From an optimization exercise on the open Yosys and OpenROAD flow, aimed at small area, a short achievable clock period and few clock cycles per item; shortcuts taken in it are not production practice.
Where RTL was checked, it was by simulation tests only, not by an equivalence proof against the original.
For runs 1, 2, 5 and 6, only the layout was checked, not whether the RTL still works.
No activity file was given, so power comes from the tool's default toggle rates.

<file path="flow/run.sh">
#!/bin/bash
# synth_recipe.tcl (not shown) runs the flow's synth.tcl, then flattens the netlist and writes it again
# the make line also repeats each setting of config.mk as NAME=value (left out here)
make -C /OpenROAD-flow-scripts/flow DESIGN_CONFIG=/design/flow/config.mk WORK_HOME=/design/flow/orfs CLKGATE_MAP_FILE= SYNTH_SCRIPT=/design/flow/synth_recipe.tcl finish
</file>
<file path="flow/config.mk">
export PLATFORM = sky130hd
export DESIGN_NAME = feq_recip
export DESIGN_NICKNAME = feq_recip
export VERILOG_FILES = /design/flow/design.v
export SDC_FILE = /design/flow/constraint.sdc
export NUM_CORES = 4
export LEC_CHECK = 0
export CAP_MARGIN = 20
export CORE_MARGIN = 2
export CORE_UTILIZATION = 40
export SLEW_MARGIN = 20
export SYNTH_HIERARCHICAL = 0
</file>
<file path="flow/constraint.sdc">
create_clock -name core_clock -period 12.0 [get_ports {clk}]
set_input_delay 2.4000 -clock core_clock [delete_from_list [all_inputs] [get_ports {clk}]]
set_output_delay 2.4000 -clock core_clock [all_outputs]
set_load 0.01 [all_outputs]
</file>
<file path="flow/design.v">
module feq_recip (
    input  wire        clk,
    input  wire        rst,         
    input  wire        in_valid,
    output wire        in_ready,
    input  wire [15:0] a_raw,       
    input  wire [15:0] b_raw,       
    output reg         out_valid,
    input  wire        out_ready,
    output wire [31:0] out_re,      
    output wire [31:0] out_im,      
    output reg  [3:0]  out_sh,      
    output reg         out_dead
);
    reg         s1_busy;
    reg  [3:0]  s1_cnt;             
    reg         dead1;
    reg  [3:0]  hp;                 
    reg         e2_r, ez_r;         
    reg  [15:0] as_r, bs_r;
    reg  [31:0] sq_r;               
    assign in_ready = ~s1_busy;
    wire s1_fin = (s1_cnt == 4'd9);
    wire a_small = (a_raw[15:1] == 15'd0) | (a_raw == 16'hFFFF);
    wire b_small = (b_raw[15:1] == 15'd0) | (b_raw == 16'hFFFF);
    wire red2 = (as_r[15] == as_r[14]) & (bs_r[15] == bs_r[14]);
    wire red3 = ((as_r[15:13] == 3'b000) | (as_r[15:13] == 3'b111)) &
                ((bs_r[15:13] == 3'b000) | (bs_r[15:13] == 3'b111));
    wire red5 = ((as_r[15:11] == 5'b00000) | (as_r[15:11] == 5'b11111)) &
                ((bs_r[15:11] == 5'b00000) | (bs_r[15:11] == 5'b11111));
    wire normed = dead1 | ~red2;
    wire [16:0] ax = {as_r, 1'b0};
    wire [16:0] bx = {bs_r, 1'b0};
    reg  [2:0]  wa, wb;
    always @* begin
        case (s1_cnt[2:0])
            3'd0: begin wa = ax[16:14]; wb = bx[16:14]; end
            3'd1: begin wa = ax[14:12]; wb = bx[14:12]; end
            3'd2: begin wa = ax[12:10]; wb = bx[12:10]; end
            3'd3: begin wa = ax[10:8];  wb = bx[10:8];  end
            3'd4: begin wa = ax[8:6];   wb = bx[8:6];   end
            3'd5: begin wa = ax[6:4];   wb = bx[6:4];   end
            3'd6: begin wa = ax[4:2];   wb = bx[4:2];   end
            default: begin wa = ax[2:0]; wb = bx[2:0]; end
        endcase
    end
    wire sqm = ~s1_cnt[3];          
    function [32:0] booth_sq;       
        input [2:0]  dg;
        input [31:0] x;
        input        en;
        reg one, two, neg;
        reg [31:0] m;
        begin
            one = en & (dg[1] ^ dg[0]);
            two = en & ((dg == 3'b011) | (dg == 3'b100));
            neg = en & dg[2] & ~(dg[1] & dg[0]);
            m   = one ? x : two ? {x[30:0], 1'b0} : 32'd0;
            booth_sq = {neg, neg ? ~m : m};
        end
    endfunction
    wire [32:0] ta = booth_sq(wa, {{16{as_r[15]}}, as_r}, sqm);
    wire [32:0] tb = booth_sq(wb, {{16{bs_r[15]}}, bs_r}, sqm);
    wire [31:0] sq4 = (s1_cnt[2:0] == 3'd0) ? 32'd0 : {sq_r[29:0], 2'b00};
    wire [32:0] op_x = sqm ? {1'b0, sq4 | {30'd0, ta[32] & tb[32], ta[32] ^ tb[32]}}
                           : {1'b0, sq_r};
    wire [32:0] op_y = sqm ? {1'b0, ta[31:0]} : {sq_r, 1'b0};
    wire [32:0] s1_sum = op_x + op_y + {1'b0, tb[31:0]};
    wire        e0  = sq_r[31] | sq_r[30];
    wire [31:0] dnn = e0 ? sq_r : sq_r[29] ? {sq_r[30:0], 1'b0} : {sq_r[29:0], 2'b00};
    reg         s2_busy;
    reg  [3:0]  s2_cnt;
    reg  [31:0] dn_r;               
    reg  [32:0] d3_r;               
    reg  [31:0] rem_r;              
    reg  [28:0] q_r;                
    reg  [16:0] a2_r, b2_r;
    reg  [3:0]  sh2;
    reg         dead2;
    reg         s3_busy;
    reg  [3:0]  s3_cnt;
    wire s3_free = ~s3_busy | (s3_cnt == 4'd8);
    wire s2_last = s2_busy & (s2_cnt == 4'd15);
    wire s2_go   = s2_busy & (~s2_last | s3_free);
    wire s2_pass = s2_last & s3_free;
    wire s2_free = ~s2_busy | s2_pass;
    wire handoff = s1_busy & s1_fin & s2_free;
    reg  [1:0] bd;
    always @* begin
        case (s2_cnt)
            4'd0:  bd = dn_r[31:30];
            4'd1:  bd = dn_r[29:28];
            4'd2:  bd = dn_r[27:26];
            4'd3:  bd = dn_r[25:24];
            4'd4:  bd = dn_r[23:22];
            4'd5:  bd = dn_r[21:20];
            4'd6:  bd = dn_r[19:18];
            4'd7:  bd = dn_r[17:16];
            4'd8:  bd = dn_r[15:14];
            4'd9:  bd = dn_r[13:12];
            4'd10: bd = dn_r[11:10];
            4'd11: bd = dn_r[9:8];
            4'd12: bd = dn_r[7:6];
            4'd13: bd = dn_r[5:4];
            4'd14: bd = dn_r[3:2];
            default: bd = dn_r[1:0];
        endcase
    end
    wire [34:0] y   = {1'b0, rem_r, bd};
    wire [34:0] t1  = y - {2'b00, dn_r, 1'b0};
    wire [34:0] t2  = y - {1'b0, dn_r, 2'b00};
    wire [34:0] t3  = y - {1'b0, d3_r, 1'b0};
    wire [1:0]  dg  = ~t3[34] ? 2'd3 : ~t2[34] ? 2'd2 : ~t1[34] ? 2'd1 : 2'd0;
    wire [31:0] rem_n = ~t3[34] ? t3[31:0] : ~t2[34] ? t2[31:0] :
                        ~t1[34] ? t1[31:0] : y[31:0];
    wire [30:0] q_fin = {q_r, dg};
    reg  [30:0] q3;
    reg  [16:0] a3, b3;             
    reg         ap, bp;             
    reg  [33:0] vr, vi;             
    reg         zr, zi;             
    reg  [2:0]  hr, hi;             
    reg  [3:0]  sh3;
    reg         dead3;
    wire s3_go = s3_busy & ((s3_cnt != 4'd0) | ~out_valid | out_ready);
    function [34:0] booth_q;        
        input [2:0]  dg;
        input [30:0] x;
        input        flip;          
        reg one, two, neg;
        reg [33:0] m;
        begin
            one = dg[1] ^ dg[0];
            two = (dg == 3'b011) | (dg == 3'b100);
            neg = (dg[2] & ~(dg[1] & dg[0])) ^ (flip & (one | two));
            m   = one ? {3'b000, x} : two ? {2'b00, x, 1'b0} : 34'd0;
            booth_q = {neg, neg ? ~m : m};
        end
    endfunction
    wire [34:0] tr = booth_q({a3[1:0], ap}, q3, 1'b0);
    wire [34:0] ti = booth_q({b3[1:0], bp}, q3, 1'b1);
    wire [33:0] vr0 = (s3_cnt == 4'd0) ? 34'h0_0000_4000 : vr;
    wire [33:0] vi0 = (s3_cnt == 4'd0) ? 34'h0_0000_4000 : vi;
    wire [33:0] sr  = vr0 + tr[33:0] + {33'd0, tr[34]};
    wire [33:0] si  = vi0 + ti[33:0] + {33'd0, ti[34]};
    assign out_re = {vr[28:0], hr[2], hr[1], hr[0] & ~zr};
    assign out_im = {vi[28:0], hi[2], hi[1], hi[0] & ~zi};
    always @(posedge clk) begin
        if (rst)
            s1_busy <= 1'b0;
        else if (~s1_busy)
            s1_busy <= in_valid;
        else if (handoff)
            s1_busy <= 1'b0;
        if (~s1_busy) begin
            as_r   <= a_raw;
            bs_r   <= b_raw;
            dead1  <= a_small & b_small;
            hp     <= 4'd0;
            s1_cnt <= 4'd0;
        end else if (~normed) begin
            if (red5) begin
                as_r <= {as_r[11:0], 4'd0};
                bs_r <= {bs_r[11:0], 4'd0};
                hp   <= hp + 4'd4;
            end else if (red3) begin
                as_r <= {as_r[13:0], 2'd0};
                bs_r <= {bs_r[13:0], 2'd0};
                hp   <= hp + 4'd2;
            end else begin
                as_r <= {as_r[14:0], 1'b0};
                bs_r <= {bs_r[14:0], 1'b0};
                hp   <= hp + 4'd1;
            end
        end else if (sqm) begin
            sq_r   <= s1_sum[31:0];
            s1_cnt <= s1_cnt + 4'd1;
        end else if (~s1_fin) begin
            sq_r   <= dnn;
            e2_r   <= ~e0 & ~sq_r[29];
            ez_r   <= ~e0;
            s1_cnt <= 4'd9;
        end
        if (rst)
            s2_busy <= 1'b0;
        else if (handoff)
            s2_busy <= 1'b1;
        else if (s2_pass)
            s2_busy <= 1'b0;
        if (handoff) begin
            dn_r   <= sq_r;
            d3_r   <= s1_sum;
            rem_r  <= 32'h2000_0000;        
            q_r    <= 29'd0;
            s2_cnt <= 4'd0;
            a2_r   <= dead1 ? 17'd0 : e2_r ? {as_r, 1'b0} : {as_r[15], as_r};
            b2_r   <= dead1 ? 17'd0 : e2_r ? {bs_r, 1'b0} : {bs_r[15], bs_r};
            sh2    <= dead1 ? 4'd0 : hp + {3'd0, ez_r};
            dead2  <= dead1;
        end else if (s2_go & ~s2_last) begin
            rem_r  <= rem_n;
            q_r    <= {q_r[26:0], dg};
            s2_cnt <= s2_cnt + 4'd1;
        end
        if (rst)
            s3_busy <= 1'b0;
        else if (s2_pass)
            s3_busy <= 1'b1;
        else if (s3_busy & (s3_cnt == 4'd8))
            s3_busy <= 1'b0;
        if (s2_pass) begin
            q3     <= q_fin;
            a3     <= a2_r;
            b3     <= b2_r;
            ap     <= 1'b0;
            bp     <= 1'b0;
            sh3    <= sh2;
            dead3  <= dead2;
            s3_cnt <= 4'd0;
        end else if (s3_go) begin
            a3     <= {a3[16], a3[16], a3[16:2]};
            b3     <= {b3[16], b3[16], b3[16:2]};
            ap     <= a3[1];
            bp     <= b3[1];
            s3_cnt <= s3_cnt + 4'd1;
        end
        if (s3_go) begin
            vr <= {sr[33], sr[33], sr[33:2]};
            vi <= {si[33], si[33], si[33:2]};
            case (s3_cnt)
                4'd0: begin
                    zr <= (sr[1:0] == 2'b00);
                    zi <= (si[1:0] == 2'b00);
                    out_sh   <= sh3;
                    out_dead <= dead3;
                end
                4'd7: begin
                    zr <= zr & ~sr[0];
                    zi <= zi & ~si[0];
                    hr[0] <= sr[1];
                    hi[0] <= si[1];
                end
                4'd8: begin
                    hr[2:1] <= sr[1:0];
                    hi[2:1] <= si[1:0];
                end
                default: begin
                    zr <= zr & (sr[1:0] == 2'b00);
                    zi <= zi & (si[1:0] == 2'b00);
                end
            endcase
        end
        if (rst)
            out_valid <= 1'b0;
        else if (s3_go & (s3_cnt == 4'd8))
            out_valid <= 1'b1;
        else if (out_ready)
            out_valid <= 1'b0;
    end
endmodule
</file>
==> flow_metrics.tcl, run 1 <==
set metrics [dict create \
    status "no timing/DRC/antenna violations" \
    drive_above_1_share_pct 6.12 \
    drtIter0Drc 1889 \
    grt_pass1_wl_um 130000 \
    critPathMaxStageDelay_ns 0.75 \
    cts.sinks 401 \
    setup_viol 0 \
    rows 102 \
    max_cap_violations 0 \
    critPathArrivalTime_ns 7.36 \
    path_delay_family "adder cells" \
    holdBufCountCts 0 \
    drv_slew 0 \
    crit_cells 22 \
    synth_top_area_share_pct 30.8 \
    crit_end "sq_r[31]" \
    cts_setup_buffers 0 \
    total_power_mw 9.36 \
    viasPerCell 5.53 \
    synth_compound_area_share_pct 20.9 \
    synth_warnings 1 \
    clkTransAtPathRegs_ns 0.06 \
    start_util_pct 40.2 \
    whs_ns 0.419 \
    critical_path_class "flip-flop to flip-flop" \
    fin_crit_sh_pct 58.3 \
    gp_congestion 0.896 \
    tritoncts "built" \
    cts_buffer_depth 3 \
    io_buffer_count 106 \
    rsz0062_at_grt "false" \
    ys_seq_elements 401 \
    synthXorXnorAreaFrac_pct 6.52 \
    cts_made_buffers 48 \
    synth_cells 3404 \
    synth.area.top_cells "edfxtp_1 31%, ha_1 8.7%, dfxtp_1 5.4%" \
    synth_ff_type "edfxtp_1" \
    grt_remaining_overflow 0 \
    nets 3635 \
    grt_max_degree 113 \
    synth-edff-count 318 \
    startpoint "s1_cnt[2]" \
    worstHoldStart "sh3[2]" \
    hold_depth 0 \
    cp_slowest_cell "nor2b_2" \
    synth_cell_type_count 85 \
    root_buffer "clkbuf_16" \
    endpoint_kind "flip-flop" \
    synth_mux_area_share_pct 4.66 \
    first_pass_iters 8 \
    syn_area_sq_um 31000 \
    layout_min_cycle_time_ns 7.00 \
    syn_to_final_growth_pct 10.4 \
    grt_pass1_vias 23300 \
    ant_nets 0 \
    worstPathMaxFanout 18 \
    ir_drop_mv 0.228 \
    power.density_nw_per_um2 273 \
    max_freq_ghz 0.143 \
    reg2reg_slack_ns 5.00 \
    io_pins 107 \
    wl_per_cell_um 18.5 \
    h-tree-depth 2 \
    hold_class "flip-flop to flip-flop" \
    postSynth.asyncResetShare_pct 0 \
    synth-seq-area-share_pct 36.1 \
    vias 24500 \
    max_slew_margin_pct 28.9 \
    drt_wl_total_um 82000 \
    antenna_found_initial 1 \
    clock_skew_ns 0.0343 \
    dieArea_sq_um 79800 \
    dp_hpwl_um 60200 \
    core_area_sq_um 77100 \
    hold_viol 0 \
    synth-simple-area-share_pct 14.6 \
    die_w_um 282 \
    leakagePower_nw 14.0 \
    reg2reg_to "sq_r[31]" \
    postLayoutCoreUtil_pct 44.4 \
    insertion_delay_ns 0.61 \
    avgSynthCellArea_sq_um 9.11 \
    worst_pin_slew_ns 1.07 \
    crit_buf_inv 1 \
    synth_top_family_by_area "compound AO/OA/AOI/OAI gates" \
    route.detailed.drc 0 \
    synthAdderAreaFrac_pct 11.2 \
    fp.dieH_um 282 \
    critPathLaunchType "flip-flop" \
    r2r_start "s1_cnt[2]" \
    grtUsageTotal_pct 20.3 \
    syn_nets 3694 \
    cp_data_required_time_ns 12.36 \
    r2r_cells 22 \
    path_cells "inv_1 -> ha_1 -> or4_1 -> o21a_1 -> ha_1 -> nor2b_2 -> and2_1 -> ha_1 -> mux2_2 -> fa_1 -> ha_1 -> fa_1 -> a21o_1 -> a21oi_1 -> o21ai_0 -> a211o_1 -> nand3_1 -> a211o_1 -> nor2_1 -> o22a_1 -> xor2_1 -> a21o_1" \
    synth_top_area_cell "edfxtp_1" \
    cts_resized 0 \
    critPathMostFrequentCell "ha_1" \
    tns_ns 0 \
]
## state kept, by name, summed over array words and instances (netlist names), 3 cells and up
signal and count:
b2_r 17, hr 3, d3_r 33, vr 32, sh3 4, rem_r 32, b3 17, as_r 16
vi 32, dn_r 32, hp 4, q_r 29, s2_cnt 4, q3 31, s3_cnt 4, sq_r 32
s1_cnt 4, sh2 4, hi 3, a3 17, a2_r 17, bs_r 16, out_sh 4
## cell families after synthesis
kind of cell	count (synthesis)
simple gates	980
xor+xnor	231
buf+inv	427
mux	137
fa+ha+maj	254
flops	401
compound gates	974
## cell usage after synthesis, types with 23 or more instances
| master | count |
|---|---|
| a21o_1 | 127 |
| nor3_1 | 39 |
| dfxtp_1 | 83 |
| a211oi_1 | 51 |
| o21bai_1 | 24 |
| and3_1 | 23 |
| xnor2_1 | 153 |
| buf_1 | 26 |
| mux2i_1 | 96 |
| nand2b_1 | 37 |
| nand2_1 | 381 |
| buf_4 | 62 |
| ha_1 | 216 |
| fa_1 | 38 |
| o21a_1 | 41 |
| xor2_1 | 78 |
| o21ai_0 | 150 |
| a21oi_1 | 279 |
| nor2b_1 | 36 |
| o211ai_1 | 25 |
| nor2_1 | 241 |
| nand3_1 | 50 |
| edfxtp_1 | 318 |
| and2_1 | 73 |
| a31oi_1 | 23 |
| mux2_2 | 39 |
| a22oi_1 | 83 |
| inv_1 | 175 |
| clkbuf_1 | 152 |
| nand4_1 | 31 |
## worst min path at each step
stage / end / slack (ns)
2_1_floorplan: dead3 / 0.40
3_3_place_gp: out_sh[2] / 0.40
3_5_place_dp: out_sh[2] / 0.40
4_1_cts: out_sh[2] / 0.42
5_1_grt: dead3 / 0.42
6_report: out_sh[2] / 0.42
## cell type report
type	count	area [sq um]
Fill cell	7484	42800
Multi-Input combinational cell	2576	18100
Sequential cell	401	11200
Clock buffer	57	1320
Timing Repair Buffer	140	1320
Tap cell	1040	1300
Inverter	178	673
Clock inverter	33	350
Antenna cell	1	2.50
## where the power goes
part	leakage [nW]	switching, mW	internal [mW]
combinational	9.61	3.12	2.34
clock	0.810	0.634	0.886
sequential	3.55	0.230	2.14
total	14.0	3.99	5.37
## metal layers
metal | part of all wire [%] | vias up | global-route usage, %
met5 | 0 | - | 0
met4 | 2.6 | 0 | 6.06
met3 | 4.4 | 121 | 2.32
met2 | 47 | 594 | 34.1
met1 | 46 | 11600 | 27.5
li1 | - | 12200 | -
## metrics by stage
step           setup slack (ns)  instances  instance area (sq um)
6_report                   5.00       4426                  34200
5_1_grt                    4.55       4425                  34200
4_1_cts                    4.77       4425                  34200
3_5_place_dp               4.81       4335                  32600
3_3_place_gp               4.92       4335                  32600
2_1_floorplan              5.52       3404                  31000
## layout by cell type (no fill, tap or decap), types with 38 or more instances in the layout
cell,netlist,layout
mux2i_1,96,96
a21o_1,127,127
edfxtp_1,318,318
nand2_1,381,381
and2_1,73,72
xnor2_1,153,153
a21oi_1,279,276
a211oi_1,51,50
o21a_1,41,41
mux2_2,39,39
nand3_1,50,50
nor2_1,241,239
xor2_1,78,78
clkdlybuf4s50_1,0,106
fa_1,38,38
a22oi_1,83,83
ha_1,216,216
inv_1,175,174
dfxtp_1,83,82
o21ai_0,150,150
clkbuf_16,0,51
==> inputs of run 2 (changes only) <==
==> flow/flow/run.sh (new file) <==
#!/bin/bash
# Standard ORFS layout, with timing repair asked to leave extra setup
# slack (the clock and constraints are the design's own).
set -euo pipefail
export SETUP_SLACK_MARGIN=${MARGIN:-8}
bash standard.sh > standard.log 2>&1 || { tail -50 standard.log; exit 1; }
==> flow/standard.sh (new file) <==
#!/bin/bash
# synth_recipe.tcl (not shown) runs the flow's synth.tcl, then flattens the netlist and writes it again
# the make line also repeats each setting of config.mk as NAME=value (left out here)
make -C /OpenROAD-flow-scripts/flow DESIGN_CONFIG=/design/flow/config.mk WORK_HOME=/design/flow/orfs CLKGATE_MAP_FILE= SYNTH_SCRIPT=/design/flow/synth_recipe.tcl "${@:-finish}"
removed: flow/run.sh
==> flow_metrics.tcl, run 2 <==
set metrics [dict create \
    status "no timing/DRC/antenna violations" \
    top_register "d3_r" \
    antenna_found_initial 0 \
    layout_commonest_cell "nand2_1" \
    cp_data_required_time_ns 12.37 \
    synth_warnings 1 \
    io_pins 107 \
    max_slew_margin_pct 36.9 \
    synthAdderAreaFrac_pct 11.2 \
    switchingPower_mw 4.76 \
    layout_min_cycle_time_ns 5.58 \
    tns_ns 0 \
    grt_max_degree 79 \
    largest_reg_flops 33 \
    ir_drop_mv 0.279 \
    syn_nets 3694 \
    h-tree-depth 2 \
    drv_slew 0 \
    dieArea_sq_um 79800 \
    synth_common_cells "381 x nand2_1, 318 x edfxtp_1, 279 x a21oi_1" \
    yosysMostFrequentCell "nand2_1" \
    postSynth.asyncResetShare_pct 0 \
    synth-simple-area-share_pct 14.6 \
    cts_made_buffers 47 \
    clock_skew_ns 0.0297 \
    clkTransAtPathRegs_ns 0.06 \
    critPathArrivalTime_ns 5.96 \
    endpoint_kind "flip-flop" \
    dp_hpwl_um 61000 \
    max_cap_violations 0 \
    first_pass_iters 10 \
    placed_cell_area_sq_um 32800 \
    synth_top_area_cell "edfxtp_1" \
    p_sw_share_pct 41.6 \
    insertion_delay_ns 0.63 \
    p_int_mw 6.68 \
    wl_per_cell_um 19.6 \
    tritoncts "built" \
    synthXorXnorAreaFrac_pct 6.52 \
    cts.sinks 401 \
    io_buffer_count 106 \
    rsz0062_at_grt "true" \
    drt_wl_total_um 91500 \
    diodes 0 \
    syn_to_final_growth_pct 25.3 \
    viasPerCell 5.61 \
    rows 102 \
    fp.dieH_um 282 \
    worstPathMaxFanout 7 \
    fin_crit_sh_pct 46.5 \
    hold_viol 0 \
    vias 26200 \
    drive_above_1_share_pct 20.9 \
    holdBufCountCts 0 \
    grtUsageTotal_pct 22.1 \
    pre_cts_slack_ns 5.93 \
    start_util_pct 40.2 \
    critical_path_class "flip-flop to flip-flop" \
    synth_cells 3404 \
    synth.area.top_cells "edfxtp_1 31%, ha_1 8.7%, dfxtp_1 5.4%" \
    nFillCells 7030 \
    p_seq_share_pct 20.9 \
    setup_viol 0 \
    finalWorstSetupSlack_ns 6.42 \
    synth_top_area_share_pct 30.8 \
    leakagePower_nw 15.8 \
    critPathLaunchType "flip-flop" \
    ant_nets 0 \
    drtIter0Drc 1910 \
    root_buffer "clkbuf_16" \
    postLayoutCellArea_sq_um 38900 \
    clockPowerShare_pct 13.4 \
    avgSynthCellArea_sq_um 9.11 \
    ys_seq_elements 401 \
    synth_cell_type_count 85 \
    max_freq_ghz 0.179 \
    syn_area_sq_um 31000 \
    grt_remaining_overflow 0 \
    core_area_sq_um 77100 \
    comb_power_share_pct 65.8 \
    hold_class "flip-flop to flip-flop" \
    synth_compound_area_share_pct 20.9 \
    die_w_um 282 \
    nets 3883 \
    synth-edff-count 318 \
    grt_pass1_vias 25200 \
    gp_congestion 0.922 \
    power.density_nw_per_um2 294 \
    grt_pass1_wl_um 141000 \
    synth_top_family_by_area "compound AO/OA/AOI/OAI gates" \
    synth-seq-area-share_pct 36.1 \
    route.detailed.drc 0 \
    synth_ff_type "edfxtp_1" \
    cts_buffer_depth 3 \
    synth_mux_area_share_pct 4.66 \
    worst_pin_slew_ns 0.939 \
    mostFrequentLayoutCells "363 x nand2_1, 318 x edfxtp_1, 233 x a21oi_1" \
]
-- run 2: critical path, cell delays in order (launching register included) --
cell and delay, ns:
dfxtp_4 0.40, inv_4 0.06, ha_4 0.17, buf_4 0.16, a222oi_1 0.35, mux2i_1 0.16, a21oi_1 0.21, a21oi_2 0.13
mux2i_4 0.21, nor3_4 0.29, buf_6 0.17, a22oi_2 0.05, xor2_1 0.16, nor2_1 0.12, a21oi_2 0.05, fa_1 0.55
inv_2 0.06, fa_2 0.39, a21o_1 0.18, a21oi_2 0.20, o21ai_2 0.08, a211o_1 0.33, nand3_2 0.09, a211o_1 0.19
nor2_1 0.07, o22a_1 0.17, xor2_1 0.18, a21o_1 0.16
-- run 2: path summary, 6_finish.rpt --
kind | startpoint | to | slack [ns] | depth (start not counted)
setup / recovery | s1_cnt[1] | sq_r[31] | 6.42 | 27
hold / removal | dead2 | dead3 | 0.40 | 0
setup reg to reg | s1_cnt[1] | sq_r[31] | 6.42 | 27
hold reg to reg | dead2 | dead3 | 0.40 | 0
-- run 2: cells by family after synthesis --
logic type	count (synthesis)
AO/OA/AOI/OAI	974
multiplexers	137
buffers and inverters	427
XOR/XNOR	231
adder cells (fa/ha/maj)	254
flip-flops	401
AND/OR/NAND/NOR	980
-- run 2: stage by stage --
stage / hold slack, ns / total power [mW] / std cells / util (%)
5_1_grt: 0.416 / 12.4 / 4672 / 50.4
4_1_cts: 0.408 / 10.6 / 4596 / 48.5
6_report: 0.402 / 11.4 / 4672 / 50.4
3_5_place_dp: 0.405 / 8.10 / 4333 / 42.6
3_3_place_gp: 0.403 / 8.00 / 4333 / 42.6
2_1_floorplan: 0.400 / 6.93 / 3404 / -
-- run 2: power by group through the flow --
stage	clock network, mW	registers [mW]	logic (mW)
after floorplan	0	2.25	4.68
after global placement	0	2.40	5.60
after detailed placement	0	2.40	5.70
after CTS	1.56	2.38	6.66
after global routing	1.61	2.40	8.38
final	1.53	2.39	7.52
-- run 2: layer usage --
metal  vias up  global-route usage (%)  wire length, um
met2       727                    37.5            43900
met1     12600                    29.5            40200
met3       168                    2.41             4660
met4         0                    7.19             2750
met5         -                       0                0
li1      12700                       -                -
-- run 2: layout make-up --
cell class / count / area (sq um) / share of cell area, %
Multi-Input combinational cell: 2580 / 20200 / 52.0
Sequential cell: 401 / 11200 / 28.9
Timing Repair Buffer: 384 / 3750 / 9.65
Tap cell: 1040 / 1300 / 3.35
Clock buffer: 54 / 1230 / 3.17
Inverter: 178 / 709 / 1.83
Clock inverter: 34 / 418 / 1.08
Timing Repair inverter: 1 / 8.76 / 0.0225
-- run 2: repair_timing --
action	in CTS	in global routing
buffers inserted	162	73
setup endpoints to repair	277	196
pin swaps	167	165
cloned	13	3
gates resized for setup	335	191
==> inputs of run 3 (changes only) <==
--- a/flow/design.v
+++ b/flow/design.v
@@ -13,12 +13,15 @@
     output reg         out_dead
 );
     reg         s1_busy;
+    reg         s1_prep;            
     reg  [3:0]  s1_cnt;             
+    reg         sqm;                
     reg         dead1;
     reg  [3:0]  hp;                 
     reg         e2_r, ez_r;         
     reg  [15:0] as_r, bs_r;
     reg  [31:0] sq_r;               
+    reg  [2:0]  ca, cb;             
     assign in_ready = ~s1_busy;
     wire s1_fin = (s1_cnt == 4'd9);
     wire a_small = (a_raw[15:1] == 15'd0) | (a_raw == 16'hFFFF);
@@ -29,11 +32,12 @@
     wire red5 = ((as_r[15:11] == 5'b00000) | (as_r[15:11] == 5'b11111)) &
                 ((bs_r[15:11] == 5'b00000) | (bs_r[15:11] == 5'b11111));
     wire normed = dead1 | ~red2;
+    wire [2:0]  kn = s1_prep ? s1_cnt[2:0] + 3'd1 : 3'd0;
     wire [16:0] ax = {as_r, 1'b0};
     wire [16:0] bx = {bs_r, 1'b0};
     reg  [2:0]  wa, wb;
     always @* begin
-        case (s1_cnt[2:0])
+        case (kn)
             3'd0: begin wa = ax[16:14]; wb = bx[16:14]; end
             3'd1: begin wa = ax[14:12]; wb = bx[14:12]; end
             3'd2: begin wa = ax[12:10]; wb = bx[12:10]; end
@@ -44,23 +48,27 @@
             default: begin wa = ax[2:0]; wb = bx[2:0]; end
         endcase
     end
-    wire sqm = ~s1_cnt[3];          
+    function [2:0] booth_dec;       
+        input [2:0] dg;
+        begin
+            booth_dec = {dg[1] ^ dg[0], (dg == 3'b011) | (dg == 3'b100),
+                         dg[2] & ~(dg[1] & dg[0])};
+        end
+    endfunction
     function [32:0] booth_sq;       
-        input [2:0]  dg;
+        input [2:0]  c;
         input [31:0] x;
         input        en;
-        reg one, two, neg;
         reg [31:0] m;
+        reg        neg;
         begin
-            one = en & (dg[1] ^ dg[0]);
-            two = en & ((dg == 3'b011) | (dg == 3'b100));
-            neg = en & dg[2] & ~(dg[1] & dg[0]);
-            m   = one ? x : two ? {x[30:0], 1'b0} : 32'd0;
+            neg = en & c[0];
+            m   = (en & c[2]) ? x : (en & c[1]) ? {x[30:0], 1'b0} : 32'd0;
             booth_sq = {neg, neg ? ~m : m};
         end
     endfunction
-    wire [32:0] ta = booth_sq(wa, {{16{as_r[15]}}, as_r}, sqm);
-    wire [32:0] tb = booth_sq(wb, {{16{bs_r[15]}}, bs_r}, sqm);
+    wire [32:0] ta = booth_sq(ca, {{16{as_r[15]}}, as_r}, sqm);
+    wire [32:0] tb = booth_sq(cb, {{16{bs_r[15]}}, bs_r}, sqm);
     wire [31:0] sq4 = (s1_cnt[2:0] == 3'd0) ? 32'd0 : {sq_r[29:0], 2'b00};
     wire [32:0] op_x = sqm ? {1'b0, sq4 | {30'd0, ta[32] & tb[32], ta[32] ^ tb[32]}}
                            : {1'b0, sq_r};
@@ -153,11 +161,13 @@
         else if (handoff)
             s1_busy <= 1'b0;
         if (~s1_busy) begin
-            as_r   <= a_raw;
-            bs_r   <= b_raw;
-            dead1  <= a_small & b_small;
-            hp     <= 4'd0;
-            s1_cnt <= 4'd0;
+            as_r    <= a_raw;
+            bs_r    <= b_raw;
+            dead1   <= a_small & b_small;
+            hp      <= 4'd0;
+            s1_cnt  <= 4'd0;
+            s1_prep <= 1'b0;
+            sqm     <= 1'b0;
         end else if (~normed) begin
             if (red5) begin
                 as_r <= {as_r[11:0], 4'd0};
@@ -172,15 +182,21 @@
                 bs_r <= {bs_r[14:0], 1'b0};
                 hp   <= hp + 4'd1;
             end
+        end else if (~s1_prep) begin
+            s1_prep <= 1'b1;
+            sqm     <= 1'b1;
         end else if (sqm) begin
             sq_r   <= s1_sum[31:0];
             s1_cnt <= s1_cnt + 4'd1;
+            sqm    <= (s1_cnt != 4'd7);
         end else if (~s1_fin) begin
             sq_r   <= dnn;
             e2_r   <= ~e0 & ~sq_r[29];
             ez_r   <= ~e0;
             s1_cnt <= 4'd9;
         end
+        ca <= booth_dec(wa);
+        cb <= booth_dec(wb);
         if (rst)
             s2_busy <= 1'b0;
         else if (handoff)
==> flow_metrics.tcl, run 3 <==
set metrics [dict create \
    status "no timing/DRC/antenna violations" \
    drt_wl_total_um 93000 \
    clkTransAtPathRegs_ns 0.06 \
    rsz0062_at_grt "true" \
    total_power_mw 7.93 \
    cts_made_buffers 49 \
    postLayoutCoreUtil_pct 50.8 \
    critical_path_class "flip-flop to flip-flop" \
    first_pass_iters 6 \
    cts_buffer_depth 3 \
    clock_skew_ns 0.0453 \
    layout_min_cycle_time_ns 4.46 \
    tritoncts "built" \
    drv_slew 0 \
    power.density_nw_per_um2 203 \
    drtIter0Drc 2137 \
    ys_seq_elements 409 \
    layout_commonest_cell "nand2_1" \
    synth-edff-count 318 \
    mostFrequentLayoutCells "381 x nand2_1, 318 x edfxtp_1, 206 x nor2_1" \
    root_buffer "clkbuf_16" \
    hold_viol 0 \
    ir_drop_mv 0.113 \
    grt_remaining_overflow 0 \
    place_inst 4330 \
    reg2reg_slack_ns 7.54 \
    leakagePower_nw 15.7 \
    rows 102 \
    synth_ff_type "edfxtp_1" \
    largest_reg_flops 33 \
    synth.area.top_cells "edfxtp_1 31%, ha_1 8.6%, dfxtp_1 5.9%" \
    synth_common_cells "397 x nand2_1, 318 x edfxtp_1, 247 x a21oi_1" \
    grt_max_degree 79 \
    ant_nets 0 \
    dieArea_sq_um 79800 \
    gp_congestion 0.895 \
    grtUsageTotal_pct 22.2 \
    die_w_um 282 \
    hold_class "flip-flop to flip-flop" \
    finalWorstSetupSlack_ns 7.54 \
    postLayoutCellArea_sq_um 39100 \
    io_pins 107 \
    dp_hpwl_um 60700 \
    cp_data_required_time_ns 12.51 \
    fp.dieH_um 282 \
    cts.sinks 409 \
    worstPathMaxFanout 5 \
    placed_cell_area_sq_um 32500 \
    whs_ns 0.418 \
    synth_warnings 1 \
    synth_cell_type_count 86 \
    setup_viol 0 \
    syn_nets 3694 \
    max_freq_ghz 0.224 \
    vias 26500 \
    wl_per_cell_um 19.9 \
    syn_to_final_growth_pct 26.2 \
    syn_area_sq_um 31000 \
    h-tree-depth 2 \
    endpoint_kind "flip-flop" \
    insertion_delay_ns 0.63 \
    yosysMostFrequentCell "nand2_1" \
    synth_top_area_cell "edfxtp_1" \
    diodes 0 \
    critPathArrivalTime_ns 4.97 \
    io_buffer_count 106 \
    max_cap_violations 0 \
    tns_ns 0 \
    worst_pin_slew_ns 1.11 \
    core_area_sq_um 77100 \
    nFillCells 6989 \
    grt_pass1_vias 25000 \
    drive_above_1_share_pct 20.8 \
    critPathLaunchType "flip-flop" \
    synth-seq-area-share_pct 36.7 \
    viasPerCell 5.68 \
    finalNonFillerCells 4675 \
    pre_cts_slack_ns 6.38 \
    start_util_pct 40.2 \
    top_register "d3_r" \
    avgSynthCellArea_sq_um 9.10 \
    synth_cells 3406 \
    max_slew_margin_pct 25.8 \
    route.detailed.drc 0 \
    synth_top_area_share_pct 30.8 \
    postSynth.asyncResetShare_pct 0 \
    fin_crit_sh_pct 37.1 \
    nets 3882 \
    antenna_found_initial 1 \
    grt_pass1_wl_um 141000 \
]
## run 3: cell type report
cell class	count	area [sq um]	area share (%)
Clock buffer	68	1440	3.68
Sequential cell	409	11400	29.2
Timing Repair inverter	2	16.3	0.0416
Tap cell	1040	1300	3.33
Inverter	161	637	1.63
Timing Repair Buffer	377	3860	9.87
Multi-Input combinational cell	2594	20100	51.4
Clock inverter	24	342	0.873
## run 3: what timing repair did
action                                  in CTS  in global routing
pin swaps                                  144                183
resized for setup                          351                218
cloned                                      18                  4
setup buffers                              135                 96
hold buffers                                 0                  0
endpoints found under the setup margin     303                 86
## run 3: path summary, 6_finish.rpt
path	from	endpoint	cells past startpoint
worst max register to register	s2_cnt[0]	rem_r[27]	23
worst min-delay path	dead2	dead3	0
worst min register to register	dead2	dead3	0
worst max-delay path	s2_cnt[0]	rem_r[27]	23
## run 3: cell families (layout without fill, tap and decap cells)
group                      Yosys count  count (layout)  synth area share (%)
xor gates and xnor gates           265             265                  7.49
DFF                                409             409                  36.7
muxes                               99              99                  3.22
buffers and inverters              407             632                  5.76
adders and majority gates          252             252                  11.1
AOI/OAI and AO/OA                  958             958                  20.4
and+or+nand+nor                   1016            1020                  15.4
## run 3: critical path, cell delays in order (launching register included)
cell	delay, ns
dfxtp_4	0.38
inv_2	0.07
ha_4	0.17
a21o_1	0.16
a32oi_2	0.19
o22ai_1	0.12
a2111oi_2	0.37
a21o_1	0.23
buf_6	0.12
buf_6	0.08
ha_4	0.13
nor2b_2	0.05
o31a_1	0.34
o211ai_1	0.36
o21ai_4	0.16
a41oi_4	0.33
buf_6	0.16
o21ai_4	0.06
buf_12	0.18
buf_8	0.14
nand4_1	0.11
o211a_1	0.20
a211oi_2	0.05
a211oi_1	0.22
## run 3: layer usage
| layer | share of wire [%] | vias up | track usage, % |
|---|---|---|---|
| li1 | - | 12700 | - |
| met5 | 0 | - | 0 |
| met2 | 47 | 876 | 37.0 |
| met4 | 3.1 | 0 | 6.77 |
| met1 | 44 | 12800 | 30.1 |
| met3 | 5.5 | 175 | 2.71 |
## run 3: report_power, final
part | switching, mW | internal (mW)
Combinational | 2.31 | 2.08
Sequential | 0.188 | 1.72
Clock | 0.651 | 0.979
Testbench counts of run 3, summed over its fixed seeds: cycles 38,596, items 2,400.
==> inputs of run 4 (changes only) <==
==> flow/run.sh (new file) <==
#!/bin/bash
# synth_recipe.tcl (not shown) runs the flow's synth.tcl, then flattens the netlist and writes it again
# the make line also repeats each setting of config.mk as NAME=value (left out here)
make -C /OpenROAD-flow-scripts/flow DESIGN_CONFIG=/design/flow/config.mk WORK_HOME=/design/flow/orfs CLKGATE_MAP_FILE= SYNTH_SCRIPT=/design/flow/synth_recipe.tcl finish
--- a/flow/config.mk
+++ b/flow/config.mk
@@ -8,5 +8,6 @@
 export CAP_MARGIN = 20
 export CORE_MARGIN = 2
 export CORE_UTILIZATION = 40
+export SETUP_SLACK_MARGIN = 5
 export SLEW_MARGIN = 20
 export SYNTH_HIERARCHICAL = 0
removed: flow/flow/run.sh
removed: flow/standard.sh
==> flow_metrics.tcl, run 4 <==
set metrics [dict create \
    status "no timing/DRC/antenna violations" \
    reg2reg_to "vi[30]" \
    clockPowerShare_pct 24.5 \
    worstPathMaxFanout 32 \
    ys_seq_elements 409 \
    die_w_um 282 \
    drv_slew 0 \
    synth_common_cells "397 x nand2_1, 318 x edfxtp_1, 247 x a21oi_1" \
    synth-edff-count 318 \
    first_pass_iters 8 \
    synth_ff_type "edfxtp_1" \
    leakagePower_nw 13.8 \
    syn_nets 3694 \
    viasPerCell 5.51 \
    diodes 0 \
    grtUsageTotal_pct 20.6 \
    critPathArrivalTime_ns 6.12 \
    cts_buffer_depth 3 \
    layout_min_cycle_time_ns 5.79 \
    switchingPower_mw 2.62 \
    worstHoldStart "sh3[1]" \
    syn_area_sq_um 31000 \
    avgSynthCellArea_sq_um 9.10 \
    critPathMaxStageDelay_ns 0.75 \
    ir_drop_mv 0.105 \
    placed_cell_area_sq_um 32400 \
    start_util_pct 40.2 \
    ant_nets 0 \
    grt_pass1_vias 23300 \
    cp_slowest_cell "nand2_1" \
    setup_viol 0 \
    cts_resized 0 \
    clkTransAtPathRegs_ns 0.06 \
    tritoncts "built" \
    r2r_start "b3[0]" \
    gp_congestion 0.927 \
    p_seq_share_pct 29.9 \
    nets 3630 \
    fin_crit_sh_pct 48.3 \
    cp_data_required_time_ns 12.33 \
    max_slew_margin_pct 33.1 \
    cts_made_buffers 48 \
    synth_cells 3406 \
    synth_top_area_cell "edfxtp_1" \
    grt_pass1_wl_um 130000 \
    critical_path_class "flip-flop to flip-flop" \
    tns_ns 0 \
    postLayoutCoreUtil_pct 44.3 \
    hold_viol 0 \
    grt_max_degree 81 \
    cts_setup_buffers 0 \
    core_area_sq_um 77100 \
    syn_to_final_growth_pct 10.2 \
    postSynth.asyncResetShare_pct 0 \
    synth_cell_type_count 86 \
    comb_power_share_pct 45.7 \
    yosysMostFrequentCell "nand2_1" \
    postLayoutCellArea_sq_um 34200 \
    cts.sinks 409 \
    p_sw_share_pct 40.1 \
    vias 24300 \
    max_cap_violations 0 \
    mostFrequentLayoutCells "394 x nand2_1, 318 x edfxtp_1, 247 x a21oi_1" \
    seq_area_sq_um 11400 \
    worst_pin_slew_ns 1.00 \
    rsz0062_at_grt "false" \
    power.density_nw_per_um2 191 \
    layout_commonest_cell "nand2_1" \
    h-tree-depth 2 \
    fp.dieH_um 282 \
    insertion_delay_ns 0.62 \
    path_cells "inv_1 -> ha_1 -> inv_1 -> nand2_1 -> o22ai_1 -> xnor2_1 -> fa_1 -> a21o_1 -> a311o_1 -> o22ai_2 -> nor2_1 -> a311oi_2 -> o311a_1 -> nor3_1 -> or3_1 -> a21oi_1 -> xnor2_1" \
    synth-seq-area-share_pct 36.7 \
    hold_depth 0 \
    dp_hpwl_um 60500 \
    nFillCells 7609 \
    drt_wl_total_um 82700 \
    route.detailed.drc 0 \
    root_buffer "clkbuf_16" \
    endpoint_kind "flip-flop" \
    holdBufCountCts 0 \
    reg2reg_slack_ns 6.21 \
    clock_skew_ns 0.0463 \
    r2r_cells 17 \
    drtIter0Drc 2043 \
    io_pins 107 \
    rows 102 \
    synth_warnings 1 \
    drive_above_1_share_pct 5.06 \
    critPathLaunchType "flip-flop" \
    hold_end "out_sh[1]" \
    max_freq_ghz 0.173 \
    hold_class "flip-flop to flip-flop" \
    antenna_found_initial 1 \
    grt_remaining_overflow 0 \
    dieArea_sq_um 79800 \
    p_int_mw 3.91 \
    top_register "d3_r" \
    synth.area.top_cells "edfxtp_1 31%, ha_1 8.6%, dfxtp_1 5.9%" \
    multi_input_area_sq_um 17900 \
    synth_top_area_share_pct 30.8 \
    largest_reg_flops 33 \
    startpoint "b3[0]" \
    wl_per_cell_um 18.7 \
    io_buffer_count 106 \
]
run 4: cell counts after synthesis:
Identical to the previous run, type by type.
run 4: logic make-up after synthesis:
logic type	share of synthesized area [%]
multiplexers	3.22
AND/OR/NAND/NOR	15.4
XOR/XNOR	7.49
flip-flops	36.7
adder cells (fa/ha/maj)	11.1
AO/OA/AOI/OAI	20.4
buffers and inverters	5.76
run 4: metrics by stage:
step,total power [mW],instances,setup slack [ns],hold WS (ns)
2_1_floorplan,4.19,3406,6.78,0.400
3_3_place_gp,4.90,4332,6.40,0.403
3_5_place_dp,4.90,4332,6.31,0.405
4_1_cts,6.53,4422,6.28,0.417
5_1_grt,6.97,4422,5.77,0.425
6_report,6.53,4422,6.21,0.416
run 4: power by group through the flow:
stage	Combinational [mW]	Clock, mW	Sequential (mW)
floorplan	2.39	0	1.80
finish	2.98	1.60	1.95
CTS	2.96	1.63	1.94
global placement	2.93	0	1.97
detailed placement	2.93	0	1.97
global route	3.32	1.68	1.96
run 4: metal layers:
metal  vias to the layer above  GRT usage [%]  wire (um)
met3                       104           2.25       3830
met5                         -              0          0
met2                       569           33.3      37600
met1                     11500           29.2      39600
li1                      12100              -          -
met4                         0           5.18       1640
run 4: critical path: cells and delay by family (launching register included):
kind,cells,cell delay (ns)
AOI/OAI and AO/OA,7,2.14
and+or+nand+nor,4,1.27
adders and majority gates,2,0.82
buffers and inverters,2,0.69
DFF,1,0.36
xor gates and xnor gates,2,0.24
run 4: how the worst max path moves through the flow:
stage                            to  slack [ns]  depth (start not counted)
after floorplan           s3_cnt[3]        6.78                          7
after global placement       vi[30]        6.40                         17
after detailed placement     vi[30]        6.31                         17
after CTS                    vi[30]        6.28                         17
after global routing         vi[30]        5.77                         17
final                        vi[30]        6.21                         17
run 4: area by class of cell:
class                           count  area share [%]
Multi-Input combinational cell   2590            52.4
Sequential cell                   409            33.3
Clock buffer                       59            3.91
Tap cell                         1040            3.81
Timing Repair Buffer              132            3.68
Inverter                          161            1.78
Clock inverter                     31            1.14
==> inputs of run 5 (changes only) <==
--- a/flow/design.v
+++ b/flow/design.v
@@ -22,7 +22,8 @@
     reg  [15:0] as_r, bs_r;
     reg  [31:0] sq_r;               
     reg  [2:0]  ca, cb;             
-    assign in_ready = ~s1_busy;
+    wire   s1_load;
+    assign in_ready = s1_load;
     wire s1_fin = (s1_cnt == 4'd9);
     wire a_small = (a_raw[15:1] == 15'd0) | (a_raw == 16'hFFFF);
     wire b_small = (b_raw[15:1] == 15'd0) | (b_raw == 16'hFFFF);
@@ -73,7 +74,12 @@
     wire [32:0] op_x = sqm ? {1'b0, sq4 | {30'd0, ta[32] & tb[32], ta[32] ^ tb[32]}}
                            : {1'b0, sq_r};
     wire [32:0] op_y = sqm ? {1'b0, ta[31:0]} : {sq_r, 1'b0};
-    wire [32:0] s1_sum = op_x + op_y + {1'b0, tb[31:0]};
+    wire [32:0] op_z = {1'b0, tb[31:0]};
+    wire [32:0] cs_s = op_x ^ op_y ^ op_z;
+    wire [32:0] cs_c = (op_x & op_y) | (op_x & op_z) | (op_y & op_z);
+    wire [32:0] s1_sum;
+    wire        s1_co;
+    pfx_add #(.W(33)) u_s1 (.a(cs_s), .b({cs_c[31:0], 1'b0}), .ci(1'b0), .s(s1_sum), .co(s1_co));
     wire        e0  = sq_r[31] | sq_r[30];
     wire [31:0] dnn = e0 ? sq_r : sq_r[29] ? {sq_r[30:0], 1'b0} : {sq_r[29:0], 2'b00};
     reg         s2_busy;
@@ -88,36 +94,38 @@
     reg         s3_busy;
     reg  [3:0]  s3_cnt;
     wire s3_free = ~s3_busy | (s3_cnt == 4'd8);
-    wire s2_last = s2_busy & (s2_cnt == 4'd15);
+    wire s2_last = s2_busy & (s2_cnt == 4'd14);
     wire s2_go   = s2_busy & (~s2_last | s3_free);
     wire s2_pass = s2_last & s3_free;
     wire s2_free = ~s2_busy | s2_pass;
     wire handoff = s1_busy & s1_fin & s2_free;
+    assign s1_load = ~s1_busy | handoff;   
     reg  [1:0] bd;
     always @* begin
         case (s2_cnt)
-            4'd0:  bd = dn_r[31:30];
-            4'd1:  bd = dn_r[29:28];
-            4'd2:  bd = dn_r[27:26];
-            4'd3:  bd = dn_r[25:24];
-            4'd4:  bd = dn_r[23:22];
-            4'd5:  bd = dn_r[21:20];
-            4'd6:  bd = dn_r[19:18];
-            4'd7:  bd = dn_r[17:16];
-            4'd8:  bd = dn_r[15:14];
-            4'd9:  bd = dn_r[13:12];
-            4'd10: bd = dn_r[11:10];
-            4'd11: bd = dn_r[9:8];
-            4'd12: bd = dn_r[7:6];
-            4'd13: bd = dn_r[5:4];
-            4'd14: bd = dn_r[3:2];
+            4'd0:  bd = dn_r[29:28];
+            4'd1:  bd = dn_r[27:26];
+            4'd2:  bd = dn_r[25:24];
+            4'd3:  bd = dn_r[23:22];
+            4'd4:  bd = dn_r[21:20];
+            4'd5:  bd = dn_r[19:18];
+            4'd6:  bd = dn_r[17:16];
+            4'd7:  bd = dn_r[15:14];
+            4'd8:  bd = dn_r[13:12];
+            4'd9:  bd = dn_r[11:10];
+            4'd10: bd = dn_r[9:8];
+            4'd11: bd = dn_r[7:6];
+            4'd12: bd = dn_r[5:4];
+            4'd13: bd = dn_r[3:2];
             default: bd = dn_r[1:0];
         endcase
     end
     wire [34:0] y   = {1'b0, rem_r, bd};
-    wire [34:0] t1  = y - {2'b00, dn_r, 1'b0};
-    wire [34:0] t2  = y - {1'b0, dn_r, 2'b00};
-    wire [34:0] t3  = y - {1'b0, d3_r, 1'b0};
+    wire [34:0] t1, t2, t3;
+    wire        c1, c2, c3;
+    pfx_add #(.W(35)) u_t1 (.a(y), .b(~{2'b00, dn_r, 1'b0}), .ci(1'b1), .s(t1), .co(c1));
+    pfx_add #(.W(35)) u_t2 (.a(y), .b(~{1'b0, dn_r, 2'b00}), .ci(1'b1), .s(t2), .co(c2));
+    pfx_add #(.W(35)) u_t3 (.a(y), .b(~{1'b0, d3_r, 1'b0}), .ci(1'b1), .s(t3), .co(c3));
     wire [1:0]  dg  = ~t3[34] ? 2'd3 : ~t2[34] ? 2'd2 : ~t1[34] ? 2'd1 : 2'd0;
     wire [31:0] rem_n = ~t3[34] ? t3[31:0] : ~t2[34] ? t2[31:0] :
                         ~t1[34] ? t1[31:0] : y[31:0];
@@ -149,18 +157,18 @@
     wire [34:0] ti = booth_q({b3[1:0], bp}, q3, 1'b1);
     wire [33:0] vr0 = (s3_cnt == 4'd0) ? 34'h0_0000_4000 : vr;
     wire [33:0] vi0 = (s3_cnt == 4'd0) ? 34'h0_0000_4000 : vi;
-    wire [33:0] sr  = vr0 + tr[33:0] + {33'd0, tr[34]};
-    wire [33:0] si  = vi0 + ti[33:0] + {33'd0, ti[34]};
+    wire [33:0] sr, si;
+    wire        cr, ci;
+    pfx_add #(.W(34)) u_sr (.a(vr0), .b(tr[33:0]), .ci(tr[34]), .s(sr), .co(cr));
+    pfx_add #(.W(34)) u_si (.a(vi0), .b(ti[33:0]), .ci(ti[34]), .s(si), .co(ci));
     assign out_re = {vr[28:0], hr[2], hr[1], hr[0] & ~zr};
     assign out_im = {vi[28:0], hi[2], hi[1], hi[0] & ~zi};
     always @(posedge clk) begin
         if (rst)
             s1_busy <= 1'b0;
-        else if (~s1_busy)
+        else if (s1_load)
             s1_busy <= in_valid;
-        else if (handoff)
-            s1_busy <= 1'b0;
-        if (~s1_busy) begin
+        if (s1_load) begin
             as_r    <= a_raw;
             bs_r    <= b_raw;
             dead1   <= a_small & b_small;
@@ -206,8 +214,8 @@
         if (handoff) begin
             dn_r   <= sq_r;
             d3_r   <= s1_sum;
-            rem_r  <= 32'h2000_0000;        
-            q_r    <= 29'd0;
+            rem_r  <= (dnn == 32'h4000_0000) ? 32'd1 : {30'h2000_0000, dnn[31:30]};
+            q_r    <= {28'd0, dnn == 32'h4000_0000};
             s2_cnt <= 4'd0;
             a2_r   <= dead1 ? 17'd0 : e2_r ? {as_r, 1'b0} : {as_r[15], as_r};
             b2_r   <= dead1 ? 17'd0 : e2_r ? {bs_r, 1'b0} : {bs_r[15], bs_r};
@@ -274,3 +282,33 @@
             out_valid <= 1'b0;
     end
 endmodule
+module pfx_add #(parameter W = 32) (
+    input  wire [W-1:0] a,
+    input  wire [W-1:0] b,
+    input  wire         ci,
+    output wire [W-1:0] s,
+    output wire         co
+);
+    localparam L = $clog2(W + 1);
+    wire [W:0] G [0:L];
+    wire [W:0] P [0:L];
+    assign G[0] = {a & b, ci};
+    assign P[0] = {a ^ b, 1'b0};
+    genvar l, i;
+    generate
+        for (l = 0; l < L; l = l + 1) begin : lv
+            for (i = 0; i <= W; i = i + 1) begin : bt
+                if ((i >> l) & 1) begin : cmb
+                    localparam integer J = ((i >> l) << l) - 1;
+                    assign G[l+1][i] = G[l][i] | (P[l][i] & G[l][J]);
+                    assign P[l+1][i] = P[l][i] & P[l][J];
+                end else begin : pas
+                    assign G[l+1][i] = G[l][i];
+                    assign P[l+1][i] = P[l][i];
+                end
+            end
+        end
+    endgenerate
+    assign s  = P[0][W:1] ^ G[L][W-1:0];
+    assign co = G[L][W];
+endmodule
==> flow/flow/run.sh (new file) <==
#!/bin/bash
# Standard ORFS layout, with timing repair asked to leave extra setup
# slack (the clock and constraints are the design's own).
set -euo pipefail
export SETUP_SLACK_MARGIN=${MARGIN:-8}
bash standard.sh > standard.log 2>&1 || { tail -50 standard.log; exit 1; }
==> flow/standard.sh (new file) <==
#!/bin/bash
# synth_recipe.tcl (not shown) runs the flow's synth.tcl, then flattens the netlist and writes it again
# the make line also repeats each setting of config.mk as NAME=value (left out here)
make -C /OpenROAD-flow-scripts/flow DESIGN_CONFIG=/design/flow/config.mk WORK_HOME=/design/flow/orfs CLKGATE_MAP_FILE= SYNTH_SCRIPT=/design/flow/synth_recipe.tcl "${@:-finish}"
--- a/flow/config.mk
+++ b/flow/config.mk
@@ -8,6 +8,5 @@
 export CAP_MARGIN = 20
 export CORE_MARGIN = 2
 export CORE_UTILIZATION = 40
-export SETUP_SLACK_MARGIN = 5
 export SLEW_MARGIN = 20
 export SYNTH_HIERARCHICAL = 0
removed: flow/run.sh
==> flow_metrics.tcl, run 5 <==
set metrics [dict create \
    ant_nets 0 \
    diodes 0 \
    synth-edff-count 351 \
    ys_seq_elements 409 \
    worstPathMaxFanout 9 \
    synth_top_area_share_pct 35.0 \
    rows 100 \
    leakagePower_nw 15.0 \
    postSynth.asyncResetShare_pct 0 \
    setup_viol 0 \
    top_register "d3_r" \
    first_pass_iters 5 \
    syn_nets 3516 \
    synth-seq-area-share_pct 38.8 \
    clock_skew_ns 0.0687 \
    dp_hpwl_um 55900 \
    total_power_mw 5.90 \
    io_buffer_count 106 \
    synth.area.top_cells "edfxtp_1 35%, ha_1 8.9%, nand2_1 5.3%" \
    route.detailed.drc 0 \
    nets 3697 \
    tritoncts "built" \
    cts_made_buffers 48 \
    grt_use_met3_pct 2.56 \
    cts.sinks 409 \
    dieArea_sq_um 77600 \
    finalNonFillerCells 4400 \
    max_cap_violations 0 \
    place_inst 4076 \
    avgSynthCellArea_sq_um 9.39 \
    power.density_nw_per_um2 158 \
    critical_path_class "flip-flop to output pin" \
    synth_cells 3210 \
    rsz0062_at_grt "true" \
    clkTransAtPathRegs_ns 0.06 \
    drtIter0Drc 1963 \
    wl_per_cell_um 19.6 \
    grt_max_degree 88 \
    nFillCells 6731 \
    fin_crit_sh_pct 37.9 \
    endpoint_kind "output pin" \
    mostFrequentLayoutCells "411 x nand2_1, 351 x edfxtp_1, 202 x nor2_1" \
    drv_slew 0 \
    ir_drop_mv 0.108 \
    hold_class "flip-flop to flip-flop" \
    layout_commonest_cell "nand2_1" \
    grt_remaining_overflow 0 \
    worst_pin_slew_ns 0.913 \
    viasPerCell 5.49 \
    vias 24200 \
    whs_ns 0.373 \
    met1_usage_pct 30.2 \
    critPathArrivalTime_ns 2.14 \
    syn_to_final_growth_pct 23.8 \
    h-tree-depth 2 \
    core_area_sq_um 74600 \
    tns_ns 0 \
    grtUsageTotal_pct 21.2 \
    grt.busiest_layer "met2" \
    status "no timing/DRC/antenna violations" \
    die_w_um 279 \
    io_pins 107 \
    grt_pass1_wl_um 131000 \
    max_slew_margin_pct 38.7 \
    largest_reg_flops 33 \
    syn_area_sq_um 30100 \
    gp_congestion 0.883 \
    hold_viol 0 \
    synth_common_cells "428 x nand2_1, 351 x edfxtp_1, 219 x o21ai_0" \
    synth_warnings 4 \
    root_buffer "clkbuf_16" \
    yosysMostFrequentCell "nand2_1" \
    critPathLaunchType "flip-flop" \
    grt_pass1_vias 22900 \
    fp.dieH_um 279 \
    drive_above_1_share_pct 19.0 \
    cts_buffer_depth 3 \
    synth_cell_type_count 100 \
    layout_min_cycle_time_ns 4.54 \
    cp_data_required_time_ns 9.60 \
    start_util_pct 40.4 \
    drt_wl_total_um 86100 \
    synth_top_area_cell "edfxtp_1" \
    insertion_delay_ns 0.62 \
    max_freq_ghz 0.220 \
    grt_use_met2_pct 33.9 \
    antenna_found_initial 2 \
    synth_ff_type "edfxtp_1" \
    holdBufCountCts 0 \
]
[run 5: changes by cell type in the layout (fill, tap and decap cells not counted), moves of 33 or more]
cell,change
edfxtp_1,+33
buf_6,+42
xnor2_1,-35
dfxtp_1,-51
a21oi_2,+39
a211oi_1,-43
a21oi_1,-105
buf_4,+142
a21o_1,-42
[run 5: stage by stage]
step           utilization [%]  instance area [sq um]  setup slack [ns]
6_report                  50.0                  37300              7.46
5_1_grt                   50.0                  37300              7.34
4_1_cts                   47.6                  35500              7.47
3_5_place_dp              42.5                  31700              6.28
3_3_place_gp              42.5                  31700              6.30
2_1_floorplan                -                  30600              7.54
[run 5: area by class of cell]
| cell class | instances | area [sq um] | share of cell area, % |
|---|---|---|---|
| Multi-Input combinational cell | 2384 | 18300 | 49.1 |
| Clock buffer | 58 | 1270 | 3.40 |
| Sequential cell | 409 | 11800 | 31.5 |
| Clock inverter | 32 | 314 | 0.842 |
| Inverter | 191 | 788 | 2.11 |
| Timing Repair Buffer | 353 | 3630 | 9.72 |
| Timing Repair inverter | 4 | 36.3 | 0.0973 |
| Tap cell | 969 | 1210 | 3.25 |
[run 5: worst paths after layout]
check                 start        end  slack, ns  depth (start not counted)
setup / recovery  s3_cnt[2]   in_ready       7.46                          9
hold / removal       sh3[0]  out_sh[0]       0.37                          0
setup reg to reg        sqm   sq_r[31]       7.49                         19
hold reg to reg      sh3[0]  out_sh[0]       0.37                          0
[run 5: report_power, final]
part | switching, mW | internal (mW) | total, mW
combinational | 1.38 | 1.24 | 2.62
sequential | 0.101 | 1.71 | 1.81
clock | 0.639 | 0.829 | 1.47
total | 2.12 | 3.78 | 5.90
[run 5: repair_timing]
item                                    4_1_cts  5_1_grt
gates resized for setup                     243      197
setup buffers                               122       86
endpoints found under the setup margin      315       95
pin swaps                                    90      105
cloned                                       16       10
[run 5: per-layer routing]
metal  vias to the layer above  wire (um)
met5                         -          0
met4                         0       2690
met3                       156       4630
met2                       751      38900
met1                     11600      39900
li1                      11700          -
[run 5: kinds of logic after synthesis]
logic type / Yosys count / share of synthesized area [%]
buffers and inverters: 426 / 6.24
muxes: 111 / 3.75
adders and majority gates: 270 / 12.6
xor gates and xnor gates: 246 / 7.15
and+or+nand+nor: 973 / 14.7
DFF: 409 / 38.8
AOI/OAI and AO/OA: 775 / 16.7
[run 5: critical path, cell delays in order, from the launching register on]
cell and delay [ns]:
dfxtp_1 0.67, nor2b_4 0.09, nand2_2 0.10, nand2_2 0.08, nand2b_4 0.09, buf_12 0.10, nand2_4 0.05, nand3_4 0.11
nand2_8 0.08, buf_6 0.15
==> inputs of run 6 (changes only) <==
==> flow/flow/run.sh (replaced) <==
#!/bin/bash
# Standard ORFS layout, with timing repair asked to leave extra setup
# slack (the clock and constraints are the design's own).
set -euo pipefail
export SETUP_SLACK_MARGIN=${MARGIN:-7}
bash standard.sh > standard.log 2>&1 || { tail -50 standard.log; exit 1; }
==> flow_metrics.tcl, run 6 <==
set metrics [dict create \
    diodes 0 \
    nets 3504 \
    grt_pass1_wl_um 124000 \
    wl_per_cell_um 18.9 \
    vias 23000 \
    layout_commonest_cell "nand2_1" \
    core_area_sq_um 74600 \
    hold_class "flip-flop to flip-flop" \
    route.detailed.drc 0 \
    endpoint_kind "output pin" \
    critical_path_class "flip-flop to output pin" \
    top_register "d3_r" \
    synth-seq-area-share_pct 38.8 \
    fin_crit_sh_pct 40.3 \
    finalNonFillerCells 4207 \
    postSynth.asyncResetShare_pct 0 \
    drtIter0Drc 1722 \
    fp.dieH_um 279 \
    cp_data_required_time_ns 9.60 \
    mostFrequentLayoutCells "424 x nand2_1, 351 x edfxtp_1, 219 x o21ai_0" \
    clock_skew_ns 0.0447 \
    cts_made_buffers 49 \
    yosysMostFrequentCell "nand2_1" \
    holdBufCountCts 0 \
    largest_reg_flops 33 \
    max_cap_violations 0 \
    start_util_pct 40.4 \
    synth_cell_type_count 100 \
    worst_pin_slew_ns 1.05 \
    grtUsageTotal_pct 20.0 \
    path_cells "inv_1 -> ha_1 -> nor2b_2 -> nand2_1 -> nand2_1 -> nand2b_4 -> buf_12 -> nand2_1 -> nand3_1 -> buf_12 -> nand2_2 -> clkbuf_2" \
    io_buffer_count 106 \
    synth_cells 3210 \
    worstPathMaxFanout 17 \
    p_seq_share_pct 35.7 \
    cts.sinks 409 \
    synth-edff-count 351 \
    synth_common_cells "428 x nand2_1, 351 x edfxtp_1, 219 x o21ai_0" \
    seq_area_sq_um 11700 \
    die_w_um 279 \
    rsz0062_at_grt "false" \
    synth_top_area_cell "edfxtp_1" \
    hold_viol 0 \
    first_pass_iters 6 \
    nFillCells 7106 \
    drt_wl_total_um 79300 \
    drv_slew 0 \
    viasPerCell 5.48 \
    pre_cts_slack_ns 6.24 \
    clkTransAtPathRegs_ns 0.06 \
    status "no timing/DRC/antenna violations" \
    critPathMostFrequentCell "nand2_1" \
    grt_remaining_overflow 0 \
    p_sw_share_pct 34.7 \
    max_slew_margin_pct 29.8 \
    h-tree-depth 2 \
    synth.area.top_cells "edfxtp_1 35%, ha_1 8.9%, nand2_1 5.3%" \
    rows 100 \
    postLayoutCoreUtil_pct 45.4 \
    io_pins 107 \
    syn_nets 3516 \
    layout_min_cycle_time_ns 4.84 \
    root_buffer "clkbuf_16" \
    power.density_nw_per_um2 156 \
    synth_ff_type "edfxtp_1" \
    critPathLaunchType "flip-flop" \
    avgSynthCellArea_sq_um 9.39 \
    synth_top_area_share_pct 35.0 \
    critPathMaxStageDelay_ns 0.37 \
    multi_input_area_sq_um 16700 \
    grt_pass1_vias 22000 \
    leakagePower_nw 13.6 \
    max_freq_ghz 0.207 \
    dieArea_sq_um 77600 \
    place_inst 4082 \
    tns_ns 0 \
    comb_power_share_pct 33.1 \
    ant_nets 0 \
    critPathArrivalTime_ns 2.44 \
    cts_buffer_depth 3 \
    clockPowerShare_pct 31.3 \
    cp_slowest_cell "dfxtp_1" \
    ir_drop_mv 0.100 \
    synth_warnings 4 \
    syn_to_final_growth_pct 12.3 \
    tritoncts "built" \
    grt_max_degree 83 \
    antenna_found_initial 0 \
    ys_seq_elements 409 \
    postLayoutCellArea_sq_um 33800 \
    placed_cell_area_sq_um 31500 \
    switchingPower_mw 1.83 \
    p_int_mw 3.44 \
    drive_above_1_share_pct 7.81 \
    finalWorstSetupSlack_ns 7.16 \
    insertion_delay_ns 0.63 \
    syn_area_sq_um 30100 \
    dp_hpwl_um 56000 \
    gp_congestion 0.890 \
    setup_viol 0 \
]
## run 6: cell counts after synthesis
No cell type changed its count.
## run 6: logic make-up (layout without fill, tap and decap cells)
kind of cell               Yosys count  count (layout)  share of synthesized area (%)
buffers and inverters              426             454                           6.24
muxes                              111             111                           3.75
AOI/OAI and AO/OA                  775             775                           16.7
DFF                                409             409                           38.8
and+or+nand+nor                    973             973                           14.7
xor gates and xnor gates           246             246                           7.15
adders and majority gates          270             270                           12.6
## run 6: final cells by class
cell class,count,share of cell area [%]
clock inverter,34,1.53
tap,969,3.58
clock buffer,57,3.71
multi-input combinational,2375,49.4
inverter,191,2.17
timing repair inverter,1,0.0148
timing repair buffer,171,4.97
sequential,409,34.6
## run 6: repair_timing
item                       in CTS  in global routing
cloned                          1                  3
pin swaps                       1                 12
gates resized for setup        29                 42
buffers inserted                8                 22
setup endpoints to repair      79                 41
## run 6: power by group through the flow
stage	Clock [mW]	Sequential, mW	Combinational (mW)
6_report	1.65	1.88	1.74
5_1_grt	1.74	1.90	1.96
4_1_cts	1.68	1.88	1.69
3_5_place_dp	0	1.91	1.67
3_3_place_gp	0	1.91	1.64
2_1_floorplan	0	1.77	1.37
## run 6: critical path: cells and delay by family (launching register included)
kind,cells,cell delay (ns)
fa+ha+maj,1,0.19
buf+inv,4,0.49
flops,1,0.37
simple gates,7,0.77
## run 6: final timing paths
check                               start        to  slack, ns  cells after the start
worst min-delay path               sh2[0]    sh3[0]       0.40                      0
worst min register to register     sh2[0]    sh3[0]       0.40                      0
worst max register to register        sqm  sq_r[31]       7.27                     20
worst max-delay path            s3_cnt[1]  in_ready       7.16                     12
## run 6: per-layer routing
layer,global-route usage [%],part of all wire (%),vias up
met1,28.1,47,11000
li1,-,-,11300
met2,32.6,46,607
met5,0,0,-
met4,6.09,2.9,0
met3,2.11,4.7,132
## run 6: metrics by stage
step                      hold WS, ns  total power, mW
after floorplan                 0.400             3.14
final                           0.395             5.27
after detailed placement        0.405             3.58
after global placement          0.402             3.55
after CTS                       0.389             5.25
after global routing            0.407             5.59

separate check: timing with driven ports:
In the flow no input, the clock included, has a driving cell. The finished layouts below were timed again as built, in two steps. Step 1: set_driving_cell puts a clkbuf_16 on clk and a buf_2 on each other input, an assumption about the parent block. Step 2 moves the port delays by t, midway between the first and last clock arrival at a register: inputs arrive t later, outputs are due t later. That takes back most of the time a late clock gives input paths. Three values: ideal, step 1, step 2; two values: the first two.
| run | t (ns) | setup slack, ns | worst data-port slew with drivers (ns) | pins driven straight from the clock port |
|---|---|---|---|---|
| run 1 | 0.657 | 5.003 / 5.003 / 5.003 | 0.05 | 1 |
| run 2 | 0.675 | 6.415 / 6.415 / 6.415 | 0.06 | 1 |
| run 3 | 0.670 | 7.543 / 7.543 / 7.446 | 0.05 | 1 |
| run 4 | 0.662 | 6.206 / 6.206 / 6.206 | 0.05 | 1 |
| run 5 | 0.649 | 7.456 / 7.396 / 7.493 | 0.04 | 1 |
| run 6 | 0.669 | 7.163 / 7.099 / 7.021 | 0.05 | 1 |
After both steps every run listed still meets setup and hold. The setup slack of run 6, which loses most, moves by -0.064 ns with the drivers and by -0.142 ns with both steps.
